From an optimization exercise on the open Yosys and OpenROAD flow, aimed at small area and a short achievable clock period; shortcuts taken in it are not production practice.
Only simulation tests tie the RTL to the original design; equivalence was not proved.

--- flow/design.v ---
module thm_corr_lane (
    input  wire [15:0] raw,
    input  wire [15:0] ffc,        
    input  wire [15:0] offset,     
    input  wire [15:0] gain,       
    input  wire [15:0] drift,      
    input  wire [15:0] t_array,    
    input  wire [15:0] t_cal,      
    input  wire [15:0] pedestal,   
    output wire [15:0] z
);
    wire signed [16:0] dt = $signed({t_array[15], t_array}) - $signed({t_cal[15], t_cal});
    wire signed [32:0] dprod = $signed(drift) * dt;
    wire        [32:0] dmag  = dprod[32] ? -dprod : dprod;
    wire        [20:0] dq    = (dmag + 33'd2048) >> 12;
    wire signed [21:0] dterm = dprod[32] ? -$signed({1'b0, dq}) : $signed({1'b0, dq});
    wire signed [21:0] diff = $signed({6'd0, raw})
                            - $signed({{6{offset[15]}}, offset})
                            - $signed({{6{ffc[15]}}, ffc})
                            - dterm;
    wire signed [38:0] gprod = diff * $signed({1'b0, gain});
    wire        [38:0] gmag  = gprod[38] ? -gprod : gprod;
    wire        [23:0] gq    = (gmag + 39'd16384) >> 15;
    wire signed [24:0] zr    = gprod[38] ? -$signed({1'b0, gq}) : $signed({1'b0, gq});
    wire signed [24:0] zp = zr + $signed({9'd0, pedestal});
    assign z = zp[24]          ? 16'h0000 :
               (|zp[23:16])    ? 16'hFFFF :
                                 zp[15:0];
endmodule
module thm_corr (
    input  wire        clk,
    input  wire        rst,         
    input  wire        in_valid,
    input  wire [15:0] in_raw,      
    input  wire [15:0] in_ffc,      
    input  wire        in_ffc_bad,
    input  wire [15:0] in_off_a,    
    input  wire [15:0] in_gain_a,
    input  wire [15:0] in_drift_a,
    input  wire        in_bad_a,
    input  wire [15:0] in_off_b,    
    input  wire [15:0] in_gain_b,
    input  wire [15:0] in_drift_b,
    input  wire        in_bad_b,
    input  wire [15:0] in_t_array,  
    input  wire [15:0] in_t_cal_a,
    input  wire [15:0] in_t_cal_b,
    input  wire [15:0] in_ped_a,
    input  wire [15:0] in_ped_b,
    input  wire [3:0]  in_fade_k,   
    output reg         out_valid,
    output reg  [15:0] out_z,       
    output reg  [15:0] out_z_a,     
    output reg  [15:0] out_z_b,     
    output reg         out_bad_a,   
    output reg         out_bad_b    
);
    reg        s_valid;
    reg [15:0] s_raw, s_ffc, s_off_a, s_gain_a, s_drift_a, s_off_b, s_gain_b, s_drift_b;
    reg [15:0] s_t_array, s_t_cal_a, s_t_cal_b, s_ped_a, s_ped_b;
    reg        s_bad_a, s_bad_b;
    reg [3:0]  s_k;
    always @(posedge clk) begin
        if (rst) s_valid <= 1'b0;
        else     s_valid <= in_valid;
        s_raw     <= in_raw;
        s_ffc     <= in_ffc;
        s_off_a   <= in_off_a;
        s_gain_a  <= in_gain_a;
        s_drift_a <= in_drift_a;
        s_off_b   <= in_off_b;
        s_gain_b  <= in_gain_b;
        s_drift_b <= in_drift_b;
        s_t_array <= in_t_array;
        s_t_cal_a <= in_t_cal_a;
        s_t_cal_b <= in_t_cal_b;
        s_ped_a   <= in_ped_a;
        s_ped_b   <= in_ped_b;
        s_bad_a   <= in_bad_a | in_ffc_bad;
        s_bad_b   <= in_bad_b | in_ffc_bad;
        s_k       <= (in_fade_k > 4'd8) ? 4'd8 : in_fade_k;
    end
    wire [15:0] z_a, z_b;
    thm_corr_lane u_lane_a (
        .raw(s_raw), .ffc(s_ffc), .offset(s_off_a), .gain(s_gain_a), .drift(s_drift_a),
        .t_array(s_t_array), .t_cal(s_t_cal_a), .pedestal(s_ped_a), .z(z_a)
    );
    thm_corr_lane u_lane_b (
        .raw(s_raw), .ffc(s_ffc), .offset(s_off_b), .gain(s_gain_b), .drift(s_drift_b),
        .t_array(s_t_array), .t_cal(s_t_cal_b), .pedestal(s_ped_b), .z(z_b)
    );
    wire [3:0]  k_a   = 4'd8 - s_k;
    wire [19:0] blend = k_a * z_a + s_k * z_b + 20'd4;
    wire [15:0] z_f   = blend[18:3];
    always @(posedge clk) begin
        if (rst) out_valid <= 1'b0;
        else     out_valid <= s_valid;
        out_z     <= z_f;
        out_z_a   <= z_a;
        out_z_b   <= z_b;
        out_bad_a <= s_bad_a;
        out_bad_b <= s_bad_b;
    end
endmodule
--- flow/config.mk ---
export PLATFORM = sky130hd
export DESIGN_NAME = thm_corr
export DESIGN_NICKNAME = thm_corr
export VERILOG_FILES = /design/flow/design.v
export SDC_FILE = /design/flow/constraint.sdc
export NUM_CORES = 4
export LEC_CHECK = 0
export CAP_MARGIN = 20
export CORE_MARGIN = 2
export CORE_UTILIZATION = 40
export SLEW_MARGIN = 20
--- flow/run.sh ---
#!/bin/bash
# synth_recipe.tcl (not shown) runs the flow's synth.tcl, then flattens the netlist and writes it again
# the make line also repeats each setting of config.mk as NAME=value (left out here)
make -C /OpenROAD-flow-scripts/flow DESIGN_CONFIG=/design/flow/config.mk WORK_HOME=/design/flow/orfs CLKGATE_MAP_FILE= SYNTH_SCRIPT=/design/flow/synth_recipe.tcl finish
--- flow/constraint.sdc ---
create_clock -name core_clock -period 35.0 [get_ports {clk}]
set_input_delay 7.0000 -clock core_clock [delete_from_list [all_inputs] [get_ports {clk}]]
set_output_delay 7.0000 -clock core_clock [all_outputs]
set_load 0.01 [all_outputs]
==> notes.md <==
The run gives 64080 as the number of global-route vias before repair. Synthesis produced a netlist with a net count of 10830. In this design, the critical path's most frequently occurring cell is sky130_fd_sc_hd__a21o_1. For the arrival time reported for the critical path endpoint, the log shows 33.26 ns. For this run, design rule violations remaining after detail routing come to 0. The later pin in the worst-skew pair is clocked with a latency of 0.64 ns. In this run, placement finished with an instance count of 11220. Wire segments on met2 add up to 101300 microns in the final route.

For the pin with the worst max-slew slack, the measured transition is 1.370 ns. In this run the top signal layer used is met4. Static timing analysis puts the maximum clock frequency at 0.03058 GHz. The area of the mapped netlist came out at 74490 sq um.

The number of clock sinks came out at 266. The final layout contains 10920 nets. The signed area change from the synthesized netlist to the final layout was 9.576%; the required arrival time at the worst endpoint was 35.56 ns.

Measured against its own limit, the worst slew margin works out to 8.004%. The worst setup path is launched from a flop. After detailed routing, the average wire length per cell comes to 18.30 microns.

After layout, the worst path uses 93.44% of the clock period. Clock-pin slew was measured on the worst setup and hold paths at 0.06 ns. In this run, the number of DRC markers left after iteration 0 of detailed routing was 3428. CTS built an H-tree with a depth of 2. Counting flops and latches in the post-synthesis netlist gives 266. Dominant register cell in the synthesized netlist: sky130_fd_sc_hd__dfxtp_1. The run gives 0 as the number of hold buffers added after cts.

The logs give 13 for the number of antenna violations at the first check in global routing and 1 for the total number of yosys warnings. For the final setup TNS, the log shows 0 ns. In this run the deepest clock path goes through 3 buffers. The routed design could run at a clock period as short as 32.70 ns. The run gives 22.30% as the global router's overall resource usage. Critical setup path kind: reg -> reg. The per-instance average area after synthesis is 8.567 sq um.

Maximum fanout encountered on the critical timing path: 36. Wire length on met3: 9302 microns. For the number of standard-cell rows in the floorplan, the log shows 158. The post-layout instance count excluding filler cells was 11300. Entering global routing, the biggest net connects 55 pins.

The final hold violation count was 0; the vertical extent of the die was 435.5 microns. The tree is rooted in a sky130_fd_sc_hd__clkbuf_16. Proportion of layout cells with a drive suffix above 1: 3.904%. The run gives 269 as the top-level I/O count. The detailed-routing wirelength on met1 is 85380 microns. Buffers placed on the I/O ports in this run total 268.

The count of final max-slew check failures was 0. Clock tree synthesis inserted a total of 37 buffers. After legalization and detailed placement, the total HPWL measured 169800 microns.

The number of nets with antenna violations after detailed routing is 0. Routability-driven placement finished with a final weighted congestion of 0.8895. The global-route wire length before repair is 341800 microns. The run gives 18260 as the count of filler cells inserted in the layout. Global routing finished with a remaining overflow of 0. Max-cap violations in this run came to 0. The run finished with no timing, DRC or antenna violations. Worst hold-check path type: reg -> reg. Synthesis produced 8695 cells.

The initial utilization of the core area, before any placement, comes to 40.21%. TritonCTS built the clock tree. The area of the core came out at 185200 sq um. The floorplan step defined a die boundary enclosing 189700 sq um.

From left edge to right edge, the die measures 435.5 microns. Share of flip-flops with an asynchronous set or reset after synthesis: 0%. The share of the Yosys chip area taken by registers is 7.149%. Setup violations remaining at the end of the flow were counted as 0.

Detailed-routing iteration count for the pre-antenna-repair pass: 7. The standard cell with the maximum stage delay on the critical path is sky130_fd_sc_hd__fa_2. For the final database, setup skew stands at 0.01347 ns. On the worst path, the slowest cell contributes a delay of 0.74 ns. The tools report the endpoint class of the critical path as a flop.

Synthesis instantiated 112 different standard cells from the library. In the routed layout, each cell is associated on average with a via count of 5.282. Yosys mapped a number of flops with a built-in enable equal to 0.

After detailed routing, the total wire length is 206800 microns. The detailed-route via count came out at 59710.
flip-flops by register name, summed over array words and instances, names as in the netlist:
register   cells
s_gain_b      16
s_valid        1
s_off_a       16
s_drift_a     16
s_bad_a        1
s_t_cal_b     16
s_gain_a      16
s_t_array     16
s_raw         16
s_ffc         16
out_bad_b      1
s_ped_b       16
s_t_cal_a     16
s_off_b       16
s_bad_b        1
out_valid      1
out_bad_a      1
s_ped_a       16
out_z         16
s_drift_b     16
s_k            4
out_z_b       16
out_z_a       16
final timing paths:
path / slack (ns) / depth (start not counted) / start / endpoint
min: 0.32 / 0 / s_bad_a$_DFF_P_ / out_bad_a$_DFF_P_
max: 2.30 / 144 / s_t_cal_b[1]$_DFF_P_ / out_z[15]$_DFF_P_
max reg2reg: 2.30 / 144 / s_t_cal_b[1]$_DFF_P_ / out_z[15]$_DFF_P_
min reg2reg: 0.32 / 0 / s_bad_a$_DFF_P_ / out_bad_a$_DFF_P_
Yosys cell counts (15+ instances only):
master,instances,area [sq um]
sky130_fd_sc_hd__a2111oi_0,21,183.9
sky130_fd_sc_hd__a211o_1,22,192.7
sky130_fd_sc_hd__a211oi_1,46,345.3
sky130_fd_sc_hd__a21boi_0,27,202.7
sky130_fd_sc_hd__a21o_1,125,938.4
sky130_fd_sc_hd__a21oi_1,245,1226
sky130_fd_sc_hd__a31oi_1,45,281.5
sky130_fd_sc_hd__and2_1,591,3697
sky130_fd_sc_hd__and3_1,50,312.8
sky130_fd_sc_hd__and4_1,23,201.4
sky130_fd_sc_hd__buf_2,17,85.08
sky130_fd_sc_hd__clkbuf_1,292,1096
sky130_fd_sc_hd__dfxtp_1,266,5325
sky130_fd_sc_hd__fa_1,1373,27490
sky130_fd_sc_hd__ha_1,546,6832
sky130_fd_sc_hd__inv_1,1714,6434
sky130_fd_sc_hd__mux2_2,15,168.9
sky130_fd_sc_hd__mux2i_1,58,580.6
sky130_fd_sc_hd__nand2_1,923,3465
sky130_fd_sc_hd__nand2b_1,88,550.5
sky130_fd_sc_hd__nand3_1,152,760.7
sky130_fd_sc_hd__nand4_1,79,494.2
sky130_fd_sc_hd__nor2_1,365,1370
sky130_fd_sc_hd__nor2b_1,126,788.3
sky130_fd_sc_hd__nor3_1,134,670.6
sky130_fd_sc_hd__nor4_1,40,250.2
sky130_fd_sc_hd__o2111ai_1,21,183.9
sky130_fd_sc_hd__o211ai_1,56,420.4
sky130_fd_sc_hd__o21a_1,80,600.6
sky130_fd_sc_hd__o21ai_0,181,905.9
sky130_fd_sc_hd__o21ai_1,16,80.08
sky130_fd_sc_hd__o21bai_1,43,322.8
sky130_fd_sc_hd__o22ai_1,18,112.6
sky130_fd_sc_hd__o31ai_1,35,262.8
sky130_fd_sc_hd__or2_2,33,206.5
sky130_fd_sc_hd__or3_1,39,244.0
sky130_fd_sc_hd__xnor2_1,312,2733
sky130_fd_sc_hd__xor2_1,148,1296
layout make-up:
type	count	area (sq um)	share of cell area (%)
flip-flops and latches	266	5328	6.527
clock inverters	24	329.1	0.4032
well taps	2480	3103	3.802
repair buffers	375	3515	4.306
inverters	1715	6437	7.887
clock buffers	41	993.5	1.217
multi-input cells	6391	61890	75.82
diodes	11	27.53	0.03373
routing by layer:
layer / up-vias / track usage, %
met3: 359 / 2.297
li1: 27680 / -
met4: 0 / 10.43
met1: 30260 / 27.69
met2: 1412 / 38.81
met5: - / 0
per-stage QoR:
stage                     instance area (sq um)  hold WS, ns  worst slack, ns  utilization, %
after floorplan                           74490       0.3096            2.625               -
after global placement                    79990       0.3096            1.493           43.18
after detailed placement                  79990       0.3121            1.013           43.18
after CTS                                 81310       0.3251           0.8788           43.90
after global routing                      81610       0.3426         -0.03771           44.06
final                                     81620       0.3243            2.297           44.06
cell families (layout without fill, tap and decap cells):
family / Yosys count / in the layout / share of synthesized area (%)
and+or+nand+nor: 2729 / 2729 / 18.52
adders and majority gates: 1923 / 1923 / 46.13
other: 0 / 11 / 0
buffers and inverters: 2039 / 2155 / 10.31
AOI/OAI and AO/OA: 1201 / 1201 / 11.38
xor gates and xnor gates: 464 / 465 / 5.513
DFF: 266 / 266 / 7.149
muxes: 73 / 73 / 1.006
critical path: cells and delay by family, from the launching register on:
| family | cells | cell delay (ns) |
|---|---|---|
| flops | 1 | 0.35 |
| buf+inv | 15 | 1.81 |
| xor+xnor | 11 | 1.68 |
| fa+ha+maj | 24 | 11.09 |
| compound gates | 61 | 11.90 |
| mux | 2 | 0.65 |
| simple gates | 31 | 5.05 |
cells in the final DEF (no fill, tap or decap), types with 33 or more instances in the layout:
master,n
sky130_fd_sc_hd__nand2_1,922
sky130_fd_sc_hd__a21oi_1,244
sky130_fd_sc_hd__dfxtp_1,264
sky130_fd_sc_hd__nand4_1,79
sky130_fd_sc_hd__and3_1,50
sky130_fd_sc_hd__o21ai_0,180
sky130_fd_sc_hd__o21a_1,79
sky130_fd_sc_hd__o31ai_1,34
sky130_fd_sc_hd__a21o_1,125
sky130_fd_sc_hd__a211oi_1,46
sky130_fd_sc_hd__inv_1,1714
sky130_fd_sc_hd__nand2b_1,88
sky130_fd_sc_hd__xor2_1,135
sky130_fd_sc_hd__or2_2,33
sky130_fd_sc_hd__ha_1,545
sky130_fd_sc_hd__nand3_1,152
sky130_fd_sc_hd__buf_4,104
sky130_fd_sc_hd__or3_1,39
sky130_fd_sc_hd__nor2b_1,125
sky130_fd_sc_hd__nor2_1,353
sky130_fd_sc_hd__and2_1,591
sky130_fd_sc_hd__nor4_1,38
sky130_fd_sc_hd__nor3_1,132
sky130_fd_sc_hd__clkbuf_16,39
sky130_fd_sc_hd__fa_1,1372
sky130_fd_sc_hd__mux2i_1,58
sky130_fd_sc_hd__clkdlybuf4s50_1,268
sky130_fd_sc_hd__o211ai_1,56
sky130_fd_sc_hd__a31oi_1,43
sky130_fd_sc_hd__xnor2_1,303
sky130_fd_sc_hd__o21bai_1,43
timing repair:
action	CTS	global route
endpoints found under the setup margin	0	11
buffers inserted	0	8
resized for setup	0	32

## separate check: timing with driven ports
How much do the figures lean on ideal ports? The routed layout below was timed once more, with nothing changed but the port constraints.
Step 1 (the two cells are an assumption about what drives the block):
set clk [get_ports {clk}]
set_driving_cell -lib_cell sky130_fd_sc_hd__clkbuf_16 $clk
set_driving_cell -lib_cell sky130_fd_sc_hd__buf_2 [delete_from_list [all_inputs] $clk]
Step 2, shift: input delay + t, output delay - t, t = (earliest + latest rising clock arrival at the registers) / 2. This alone moves slack from input paths to output paths.
a / b / c = no drivers / after step 1 / after step 2; a / b = the first two.
shift t [ns]: 0.712
slack for setup (ns): 2.297 / 2.297 / 2.297
worst register clock-pin slew, ns: 0.07 / 0.07
worst slew at a driven data input, ns: 0.18
pins driven straight from the clock port: 1
After both steps this run still meets setup and hold. For this run, drivers alone change the setup slack by 0.000 ns; drivers and shift together by 0.000 ns.
